Context: an optimization exercise on an open-source flow, tuned for small area and a short achievable clock period. The choices shown serve that exercise and are no tape-out recipe.
Where RTL was checked, it was by simulation tests only, not by an equivalence proof against the original.
Power is estimated from default activity; no workload was simulated.

==> inputs of nickel <==
==> flow/design.v <==
module rld_ecc_enc (
    input  wire [63:0] data,
    output wire [7:0]  check,
    output wire        dpar      
);
    function [64*7-1:0] dpos_table(input integer unused);
        integer p, n;
        begin
            dpos_table = {64*7{1'b0}};
            n = 0;
            for (p = 1; p < 72; p = p + 1)
                if ((p & (p - 1)) != 0) begin
                    dpos_table[7*n +: 7] = p[6:0];
                    n = n + 1;
                end
        end
    endfunction
    localparam [64*7-1:0] DPOS = dpos_table(0);
    function [63:0] row_mask(input integer h);
        integer j;
        begin
            for (j = 0; j < 64; j = j + 1)
                row_mask[j] = (DPOS[7*j+3 +: 4] == h);
        end
    endfunction
    function [63:0] col_mask(input integer l);
        integer j;
        begin
            for (j = 0; j < 64; j = j + 1)
                col_mask[j] = (DPOS[7*j +: 3] == l);
        end
    endfunction
    wire [8:0] row;
    wire [7:0] col;
    genvar g;
    generate
        for (g = 0; g < 9; g = g + 1) begin : g_row
            assign row[g] = ^(data & row_mask(g));
        end
        for (g = 0; g < 8; g = g + 1) begin : g_col
            assign col[g] = ^(data & col_mask(g));
        end
    endgenerate
    wire c37 = col[3] ^ col[7];
    wire c56 = col[5] ^ col[6];
    wire r37 = row[3] ^ row[7];
    wire r56 = row[5] ^ row[6];
    assign check[0] = col[1] ^ col[5] ^ c37;
    assign check[1] = col[2] ^ col[6] ^ c37;
    assign check[2] = col[4] ^ col[7] ^ c56;
    assign check[3] = row[1] ^ row[5] ^ r37;
    assign check[4] = row[2] ^ row[6] ^ r37;
    assign check[5] = row[4] ^ row[7] ^ r56;
    assign check[6] = row[8];
    assign check[7] = (col[0] ^ col[3]) ^ c56 ^
                      (row[1] ^ row[2]) ^ (row[4] ^ row[7]) ^ row[8];
    assign dpar = ((col[0] ^ col[1]) ^ (col[2] ^ col[4])) ^ (c37 ^ c56);
endmodule
module rld_ecc (
    input  wire        clk,
    input  wire        rst,
    input  wire        in_valid,
    input  wire [71:0] in_code,
    input  wire [63:0] in_wdata,
    input  wire [7:0]  in_bmask,
    input  wire        in_wpoison,
    output reg         out_valid,
    output wire [63:0] out_data,
    output wire [71:0] out_code,
    output reg  [1:0]  out_status,
    output reg  [6:0]  out_syn,
    output wire        out_poison
);
    localparam [1:0] ST_CLEAN  = 2'd0;
    localparam [1:0] ST_CORR   = 2'd1;
    localparam [1:0] ST_POISON = 2'd2;
    localparam [1:0] ST_UE     = 2'd3;
    function [64*7-1:0] dpos_table(input integer unused);
        integer p, n;
        begin
            dpos_table = {64*7{1'b0}};
            n = 0;
            for (p = 1; p < 72; p = p + 1)
                if ((p & (p - 1)) != 0) begin
                    dpos_table[7*n +: 7] = p[6:0];
                    n = n + 1;
                end
        end
    endfunction
    localparam [64*7-1:0] DPOS = dpos_table(0);
    function integer part(input integer j);
        part = (DPOS[7*j+3 +: 4] == j / 8) ? 0 : 1;
    endfunction
    wire [63:0] rd_data = in_code[63:0];
    wire [7:0]  rd_recalc;
    wire        rd_dpar;
    rld_ecc_enc u_chk_enc (
        .data  (rd_data),
        .check (rd_recalc),
        .dpar  (rd_dpar)
    );
    wire [6:0] syn    = in_code[70:64] ^ rd_recalc[6:0];
    wire       parity = rd_dpar ^ (^in_code[71:64]);
    reg [63:0] pre;
    integer b;
    always @* begin
        for (b = 0; b < 8; b = b + 1)
            pre[8*b +: 8] = in_bmask[b] ? in_wdata[8*b +: 8] : rd_data[8*b +: 8];
    end
    wire [7:0] pre_check_lo, pre_check_hi;
    wire       pre_dpar_lo_unused, pre_dpar_hi_unused;
    rld_ecc_enc u_wr_enc_lo (
        .data  ({32'd0, pre[31:0]}),
        .check (pre_check_lo),
        .dpar  (pre_dpar_lo_unused)
    );
    rld_ecc_enc u_wr_enc_hi (
        .data  ({pre[63:32], 32'd0}),
        .check (pre_check_hi),
        .dpar  (pre_dpar_hi_unused)
    );
    function [7:0] part_cols(input integer b, input integer k);
        integer jj;
        begin
            part_cols = 8'd0;
            for (jj = 8*b; jj < 8*b + 8; jj = jj + 1)
                if (part(jj) == k)
                    part_cols[DPOS[7*jj +: 3]] = 1'b1;
        end
    endfunction
    function integer part_row(input integer b, input integer k);
        part_row = (b == 0) ? k : b + k;
    endfunction
    wire [7:0] syn_col = 8'd1 << syn[2:0];
    function col_in(input [7:0] cols, input [2:0] c);
        col_in = cols[c];
    endfunction
    reg [15:0] hit;
    integer j, k;
    always @* begin
        for (b = 0; b < 8; b = b + 1)
            for (k = 0; k < 2; k = k + 1)
                hit[2*b + k] = parity && !in_bmask[b] &&
                               (syn[6:3] == part_row(b, k)) &&
                               col_in(part_cols(b, k), syn[2:0]);
    end
    reg [63:0] r_npre;       
    reg [7:0]  r_check_lo, r_check_hi;
    reg [15:0] r_hit;
    reg [7:0]  r_syn_col;    
    reg        r_syn_nz;     
    reg        r_syn_hi;     
    reg        r_parity;
    reg        r_wpoison;    
    reg        r_full;       
    always @(posedge clk) begin
        if (rst)
            out_valid <= 1'b0;
        else
            out_valid <= in_valid;
        r_npre     <= ~pre;
        r_check_lo <= pre_check_lo;
        r_check_hi <= pre_check_hi;
        out_syn    <= syn;
        r_hit      <= hit;
        r_syn_col  <= syn_col;
        r_syn_nz   <= (syn != 7'd0);
        r_syn_hi   <= (syn > 7'd71);
        r_parity   <= parity;
        r_wpoison  <= in_wpoison && (in_bmask != 8'h00);
        r_full     <= (in_bmask == 8'hFF);
    end
    wire [6:0] s = out_syn;
    always @* begin
        if (!r_syn_nz)
            out_status = r_parity ? ST_CORR : ST_CLEAN;
        else if (!r_parity)
            out_status = ST_UE;
        else if (s == 7'h7F)
            out_status = ST_POISON;
        else if (!r_syn_hi)
            out_status = ST_CORR;
        else
            out_status = ST_UE;
    end
    wire bad_word = r_syn_nz && (!r_parity || r_syn_hi);
    assign out_poison = r_wpoison || (bad_word && !r_full);
    reg [63:0] flip;
    always @* begin
        for (j = 0; j < 64; j = j + 1)
            flip[j] = r_hit[2*(j/8) + part(j)] && r_syn_col[DPOS[7*j +: 3]];
    end
    wire applied = |r_hit;
    assign out_data = ~(r_npre ^ flip);
    wire [7:0] r_check = r_check_lo ^ r_check_hi;
    wire [6:0] new_c  = r_check[6:0] ^ (applied ? s : 7'd0) ^ {7{out_poison}};
    wire       new_c7 = r_check[7] ^ (applied & ~(^s));
    assign out_code = {new_c7, new_c, out_data};
endmodule
==> flow/flow/run.sh <==
#!/bin/bash
# The standard layout, with two changes in how cells are chosen:
# - the port buffers are buf_1 cells (buffer_ports -buffer_cell);
# - the 3-input XOR/XNOR cells and the 3- and 4-input ORs are added to the platform's don't-use list,
#   so that synthesis builds the XOR trees from 2-input cells, which are
#   faster and smaller here.
# Every tool's output goes to the ORFS logs; make's own output to standard.log.
export BUFFER_PORTS_ARGS="-buffer_cell sky130_fd_sc_hd__buf_1"
EXTRA="sky130_fd_sc_hd__xnor3_1 sky130_fd_sc_hd__xnor3_2 sky130_fd_sc_hd__xnor3_4 sky130_fd_sc_hd__xor3_1 sky130_fd_sc_hd__xor3_2 sky130_fd_sc_hd__xor3_4 sky130_fd_sc_hd__or4_1 sky130_fd_sc_hd__or4_2 sky130_fd_sc_hd__or4_4 sky130_fd_sc_hd__or4b_1 sky130_fd_sc_hd__or4b_2 sky130_fd_sc_hd__or4b_4 sky130_fd_sc_hd__or4bb_1 sky130_fd_sc_hd__or4bb_2 sky130_fd_sc_hd__or4bb_4 sky130_fd_sc_hd__or3_1 sky130_fd_sc_hd__or3_2 sky130_fd_sc_hd__or3_4 sky130_fd_sc_hd__or3b_1 sky130_fd_sc_hd__or3b_2 sky130_fd_sc_hd__or3b_4"
# The platform's own don't-use list (platforms/sky130hd/config.mk).
PLATFORM="sky130_fd_sc_hd__probe_p_8 sky130_fd_sc_hd__probec_p_8 sky130_fd_sc_hd__lpflow_bleeder_1 sky130_fd_sc_hd__lpflow_clkbufkapwr_1 sky130_fd_sc_hd__lpflow_clkbufkapwr_16 sky130_fd_sc_hd__lpflow_clkbufkapwr_2 sky130_fd_sc_hd__lpflow_clkbufkapwr_4 sky130_fd_sc_hd__lpflow_clkbufkapwr_8 sky130_fd_sc_hd__lpflow_clkinvkapwr_1 sky130_fd_sc_hd__lpflow_clkinvkapwr_16 sky130_fd_sc_hd__lpflow_clkinvkapwr_2 sky130_fd_sc_hd__lpflow_clkinvkapwr_4 sky130_fd_sc_hd__lpflow_clkinvkapwr_8 sky130_fd_sc_hd__lpflow_decapkapwr_12 sky130_fd_sc_hd__lpflow_decapkapwr_3 sky130_fd_sc_hd__lpflow_decapkapwr_4 sky130_fd_sc_hd__lpflow_decapkapwr_6 sky130_fd_sc_hd__lpflow_decapkapwr_8 sky130_fd_sc_hd__lpflow_inputiso0n_1 sky130_fd_sc_hd__lpflow_inputiso0p_1 sky130_fd_sc_hd__lpflow_inputiso1n_1 sky130_fd_sc_hd__lpflow_inputiso1p_1 sky130_fd_sc_hd__lpflow_inputisolatch_1 sky130_fd_sc_hd__lpflow_isobufsrc_1 sky130_fd_sc_hd__lpflow_isobufsrc_16 sky130_fd_sc_hd__lpflow_isobufsrc_2 sky130_fd_sc_hd__lpflow_isobufsrc_4 sky130_fd_sc_hd__lpflow_isobufsrc_8 sky130_fd_sc_hd__lpflow_isobufsrckapwr_16 sky130_fd_sc_hd__lpflow_lsbuf_lh_hl_isowell_tap_1 sky130_fd_sc_hd__lpflow_lsbuf_lh_hl_isowell_tap_2 sky130_fd_sc_hd__lpflow_lsbuf_lh_hl_isowell_tap_4 sky130_fd_sc_hd__lpflow_lsbuf_lh_isowell_4 sky130_fd_sc_hd__lpflow_lsbuf_lh_isowell_tap_1 sky130_fd_sc_hd__lpflow_lsbuf_lh_isowell_tap_2 sky130_fd_sc_hd__lpflow_lsbuf_lh_isowell_tap_4"
bash standard.sh "DONT_USE_CELLS=$EXTRA $PLATFORM" finish > standard.log 2>&1
==> flow/standard.sh <==
#!/bin/bash
# synth_recipe.tcl (not shown) runs the flow's synth.tcl, then flattens the netlist and writes it again
# the make line also repeats each setting of config.mk as NAME=value (left out here)
make -C /OpenROAD-flow-scripts/flow DESIGN_CONFIG=/design/flow/config.mk WORK_HOME=/design/flow/orfs CLKGATE_MAP_FILE= SYNTH_SCRIPT=/design/flow/synth_recipe.tcl "${@:-finish}"
==> flow/config.mk <==
export PLATFORM = sky130hd
export DESIGN_NAME = rld_ecc
export DESIGN_NICKNAME = rld_ecc
export VERILOG_FILES = /design/flow/design.v
export SDC_FILE = /design/flow/constraint.sdc
export NUM_CORES = 4
export LEC_CHECK = 0
export CAP_MARGIN = 20
export CORE_MARGIN = 2
export CORE_UTILIZATION = 40
export CTS_BUF_LIST = sky130_fd_sc_hd__clkbuf_4
export SETUP_SLACK_MARGIN = 2.8
export SLEW_MARGIN = 20
==> flow/constraint.sdc <==
create_clock -name core_clock -period 6.0 [get_ports {clk}]
set_input_delay 1.2000 -clock core_clock [delete_from_list [all_inputs] [get_ports {clk}]]
set_output_delay 1.2000 -clock core_clock [all_outputs]
set_load 0.01 [all_outputs]
==> pepper (differences from nickel) <==
--- a/flow/config.mk
+++ b/flow/config.mk
@@ -7,7 +7,7 @@
 export LEC_CHECK = 0
 export CAP_MARGIN = 20
 export CORE_MARGIN = 2
-export CORE_UTILIZATION = 40
-export CTS_BUF_LIST = sky130_fd_sc_hd__clkbuf_4
+export CORE_UTILIZATION = 55
+export CTS_BUF_LIST = sky130_fd_sc_hd__clkbuf_8
 export SETUP_SLACK_MARGIN = 2.8
 export SLEW_MARGIN = 20
==> lagoon (differences from nickel) <==
--- a/flow/design.v
+++ b/flow/design.v
@@ -107,17 +107,12 @@
         for (b = 0; b < 8; b = b + 1)
             pre[8*b +: 8] = in_bmask[b] ? in_wdata[8*b +: 8] : rd_data[8*b +: 8];
     end
-    wire [7:0] pre_check_lo, pre_check_hi;
-    wire       pre_dpar_lo_unused, pre_dpar_hi_unused;
-    rld_ecc_enc u_wr_enc_lo (
-        .data  ({32'd0, pre[31:0]}),
-        .check (pre_check_lo),
-        .dpar  (pre_dpar_lo_unused)
-    );
-    rld_ecc_enc u_wr_enc_hi (
-        .data  ({pre[63:32], 32'd0}),
-        .check (pre_check_hi),
-        .dpar  (pre_dpar_hi_unused)
+    wire [7:0] pre_check;
+    wire       pre_dpar_unused;
+    rld_ecc_enc u_wr_enc (
+        .data  (pre),
+        .check (pre_check),
+        .dpar  (pre_dpar_unused)
     );
     function [7:0] part_cols(input integer b, input integer k);
         integer jj;
@@ -145,7 +140,7 @@
                                col_in(part_cols(b, k), syn[2:0]);
     end
     reg [63:0] r_npre;       
-    reg [7:0]  r_check_lo, r_check_hi;
+    reg [7:0]  r_check;
     reg [15:0] r_hit;
     reg [7:0]  r_syn_col;    
     reg        r_syn_nz;     
@@ -159,8 +154,7 @@
         else
             out_valid <= in_valid;
         r_npre     <= ~pre;
-        r_check_lo <= pre_check_lo;
-        r_check_hi <= pre_check_hi;
+        r_check    <= pre_check;
         out_syn    <= syn;
         r_hit      <= hit;
         r_syn_col  <= syn_col;
@@ -192,7 +186,6 @@
     end
     wire applied = |r_hit;
     assign out_data = ~(r_npre ^ flip);
-    wire [7:0] r_check = r_check_lo ^ r_check_hi;
     wire [6:0] new_c  = r_check[6:0] ^ (applied ? s : 7'd0) ^ {7{out_poison}};
     wire       new_c7 = r_check[7] ^ (applied & ~(^s));
     assign out_code = {new_c7, new_c, out_data};
--- a/flow/config.mk
+++ b/flow/config.mk
@@ -8,6 +8,5 @@
 export CAP_MARGIN = 20
 export CORE_MARGIN = 2
 export CORE_UTILIZATION = 40
-export CTS_BUF_LIST = sky130_fd_sc_hd__clkbuf_4
-export SETUP_SLACK_MARGIN = 2.8
+export SETUP_SLACK_MARGIN = 2.5
 export SLEW_MARGIN = 20
==> qor summary <==
| quantity | lagoon | pepper | nickel |
|---|---|---|---|
| Run status | finished clean | finished clean | finished clean |
| Fraction of standard cell area that is sequential | 25.1% | 25.9% | 26.3% |
| Cell with the most instances on the worst path | sky130_fd_sc_hd__xnor2_1 | - | sky130_fd_sc_hd__xnor2_1 |
| Total wirelength of the detailed-routed design | 25900 um | 23300 um | 23500 um |
| Routed length on met3 | 2020 um | 1540 um | 1390 um |
| Data arrival time at the worst-slack endpoint | 3790 ps | 3500 ps | 3580 ps |
| Buffer share of cell area | 13.6% | 13.2% | 13.6% |
| Final cycle utilization of the critical path | 58.2% | 52.3% | 52.5% |
| Biggest fanout along the worst timing path | 12 | 6 | 6 |
| Cell count along the critical path | 8 | 11 | 11 |
| Count of multi-input gates | 583 | 572 | 572 |
| Net Count, Synth | 937 | 930 | 930 |
| # H-tree levels | 3 | 4 | 4 |
| Tightest Pin Transition | 769 ps | 778 ps | 947 ps |
| Slew headroom | 48.8% | 48.2% | 36.8% |
| Final total power | 4.39 mW | 4.57 mW | 4.38 mW |
| Met2 routing resource usage after global routing | 40.7% | 50.9% | 38.4% |
| Slowest cell on the critical path | sky130_fd_sc_hd__clkdlybuf4s15_1 | sky130_fd_sc_hd__xnor2_1 | sky130_fd_sc_hd__xnor2_4 |
| Count of buffers added by post-CTS timing repair for setup | 5 | 1 | 1 |
| Share of cell area taken by multi-input logic gates | 54.2% | 53.7% | 53.5% |
| Portion of netlist area occupied by mux cells | 9.49% | 9.42% | 9.42% |
| Fraction of layout cells with a size suffix above 1 | 5.62% | 7.68% | 8.34% |
| Minimum setup slack after placement | 1620 ps | 2160 ps | 2110 ps |
| Post-Layout Inst Area | 8690 um2 | 8960 um2 | 8920 um2 |
| Via count of the first global-routing pass | 5708 | 5717 | 5685 |
| Power in the clock group | 0.638 mW | 0.733 mW | 0.568 mW |
No functional check of the RTL was part of lagoon.

## port drivers added, routing unchanged
No port has a modelled driver above. Below, the same layouts with a new extraction and two added sets of constraints. Step 1 (the two cells are an assumption about what drives the block):
set clk [get_ports {clk}]
set_driving_cell -lib_cell sky130_fd_sc_hd__clkbuf_16 $clk
set_driving_cell -lib_cell sky130_fd_sc_hd__buf_2 [delete_from_list [all_inputs] $clk]
Step 2 also shifts input and output timing later by t, the mid clock arrival at the registers, as if the neighbouring blocks saw the same clock. Slacks: ideal / step 1 / step 2; pairs: ideal / step 1.
| run | t, ns | setup WS [ns] | worst register clock-pin slew, ns | pins driven straight from the clock port |
|---|---|---|---|---|
| nickel | 0.569 | 2.852 / 2.845 / 2.296 | 0.11 / 0.11 | 1 |
| pepper | 0.487 | 2.863 / 2.866 / 2.391 | 0.08 / 0.08 | 1 |
| lagoon | 0.411 | 2.507 / 2.526 / 2.115 | 0.09 / 0.09 | 1 |
After both steps setup and hold are still met in every run listed. The setup slack of nickel, which loses most, moves by -0.007 ns with the drivers and by -0.556 ns with both steps.
